Source: an optimization exercise on an open RTL-to-GDS flow (aim: small area). Production flows keep margins and buffers that such runs may drop.
Function was checked by simulation only, so behaviour that the tests miss may differ from the original.
Power and IR drop assume default switching activity.

== JK ==
Design aba_energy, start of the top module:
module aba_energy (
    input  wire               clk,
    input  wire               rst,
    input  wire               run,
    input  wire               tick,
    input  wire signed [47:0] p1,
    input  wire signed [47:0] p2,
    input  wire signed [47:0] p3,
    input  wire        [47:0] s1,
    input  wire        [47:0] s2,
    input  wire        [47:0] s3,
    input  wire        [39:0] kp1,
    input  wire        [39:0] kp2,
    input  wire        [39:0] kp3,
    input  wire        [47:0] creep_thr,
    input  wire               wr_en,
    input  wire        [2:0]  wr_sel,
    input  wire        [63:0] wr_data,
    input  wire        [2:0]  rd_sel,
    output wire        [63:0] rd_count,
    output wire        [3:0]  dir
);
Size in the first run: about 2700 cells after synthesis, about 1100 flip-flops, ~600 I/O pins, about 43000 µm² of cells after synthesis.
export LEC_CHECK = 0
export CAP_MARGIN = 0
export CORE_MARGIN = 2
export CORE_UTILIZATION = 60
export CTS_BUF_LIST = sky130_fd_sc_hd__clkbuf_8
export SLEW_MARGIN = 0
create_clock -name core_clock -period 20.0 [get_ports {clk}]
standard.sh (not shown) runs the stock make flow with config.mk's settings and CLKGATE_MAP_FILE= SYNTH_SCRIPT=/design/flow/synth_recipe.tcl, a recipe that flattens the netlist after the stock synthesis.
==> flow/flow/run.sh <==
#!/bin/bash
# Layout flow: the standard ORFS flow (standard.sh), with two changes:
#  - synthesis: the technology mapping of the combinational logic by ABC
#    uses an area-oriented script (flow/abc_area.script) instead of ORFS's
#    speed script; registers, their names and cells, flattening and
#    renaming are those of the standard synthesis;
#  - placement: every input and output port still gets its own buffer,
#    but a plain sky130_fd_sc_hd__buf_1 instead of the default cell;
#  - CTS: no dummy loads; leaf clusters and buffer as set below.
# Floorplan, placement, CTS and routing are otherwise the standard flow.
set -euo pipefail
W=$(cd "$(dirname "$0")/.." && pwd)
cat > "$W/area_synth.tcl" <<EOT
proc abc {args} {
  set i [lsearch \$args -script]
  if {\$i >= 0} { lset args [expr {\$i + 1}] {$W/flow/abc_area.script} }
  yosys abc {*}\$args
}
source {$W/synth_recipe.tcl}
EOT
sed "s#SYNTH_SCRIPT=[^ ]*#SYNTH_SCRIPT=$W/area_synth.tcl#" "$W/standard.sh" > "$W/area_standard.sh"
grep -q "SYNTH_SCRIPT=$W/area_synth.tcl" "$W/area_standard.sh"
export BUFFER_PORTS_ARGS="-buffer_cell sky130_fd_sc_hd__buf_1"
export CTS_ARGS="-sink_clustering_enable -repair_clock_nets -dont_use_dummy_load -buf_list sky130_fd_sc_hd__clkbuf_8 -sink_clustering_size 16 -sink_clustering_max_diameter 45"
bash "$W/area_standard.sh" > "$W/flow_make.log" 2>&1
==> flow/flow/abc_area.script <==
strash
&get -n
&fraig -x
&put
scorr
dc2
strash
&get -n
&dch -f
&nf -a
&put
The inputs of MS differ from those of JK as listed below.
diff --git a/flow/flow/run.sh b/flow/flow/run.sh
--- a/flow/flow/run.sh
+++ b/flow/flow/run.sh
@@ -22,4 +22,4 @@
 grep -q "SYNTH_SCRIPT=$W/area_synth.tcl" "$W/area_standard.sh"
 export BUFFER_PORTS_ARGS="-buffer_cell sky130_fd_sc_hd__buf_1"
-export CTS_ARGS="-sink_clustering_enable -repair_clock_nets -dont_use_dummy_load -buf_list sky130_fd_sc_hd__clkbuf_8 -sink_clustering_size 16 -sink_clustering_max_diameter 45"
+export CTS_ARGS="-sink_clustering_enable -repair_clock_nets -dont_use_dummy_load -buf_list sky130_fd_sc_hd__clkbuf_8 -sink_clustering_size 20 -sink_clustering_max_diameter 60"
 bash "$W/area_standard.sh" > "$W/flow_make.log" 2>&1
[compare] base=JK new=MS: layout filler cell count +61, signed area change from the synthesized netlist to the final layout -1.4 points, standby leakage power -0.32 nW.
Side by side, clock distribution area overhead in the final layout turned out lower in MS than in JK.
Re register fraction of the total cell area: JK and MS aren't equal, and the higher value belongs to MS.
Net switching power delta (MS − JK): favourable
| first-pass GRT wire length | higher: JK |
JK → MS: post-layout minimum cycle time grew by 0.038 ns, setup slack decreased by 0.038 ns relative to the old numbers, share of the clock period used by the worst path picked up an extra 0.19 points.
Total power: MS below JK

## static timing again, ports no longer ideal
Ports are ideal in the flow. The routed layouts listed here were re-timed in OpenROAD. Step 1 assumes that a clkbuf_16 drives the clock port and a buf_2 every other input. Step 2 also shifts input and output timing later by t, the mid clock arrival at the registers, as if the neighbouring blocks saw the same clock. a / b / c = ideal / step 1 / step 2; a / b = the first two.
run	t (ns)	setup slack, ns	clock arrival spread, ns	worst slew at a driven data input, ns
JK	0.770	1.486 / 1.486 / 0.983	0.118 / 0.119	0.16
MS	0.743	1.448 / 1.448 / 0.964	0.106 / 0.106	0.17
After both steps setup and hold are still met in every run listed. The setup slack of JK, which loses most, moves by 0.000 ns with the drivers and by -0.503 ns with both steps.
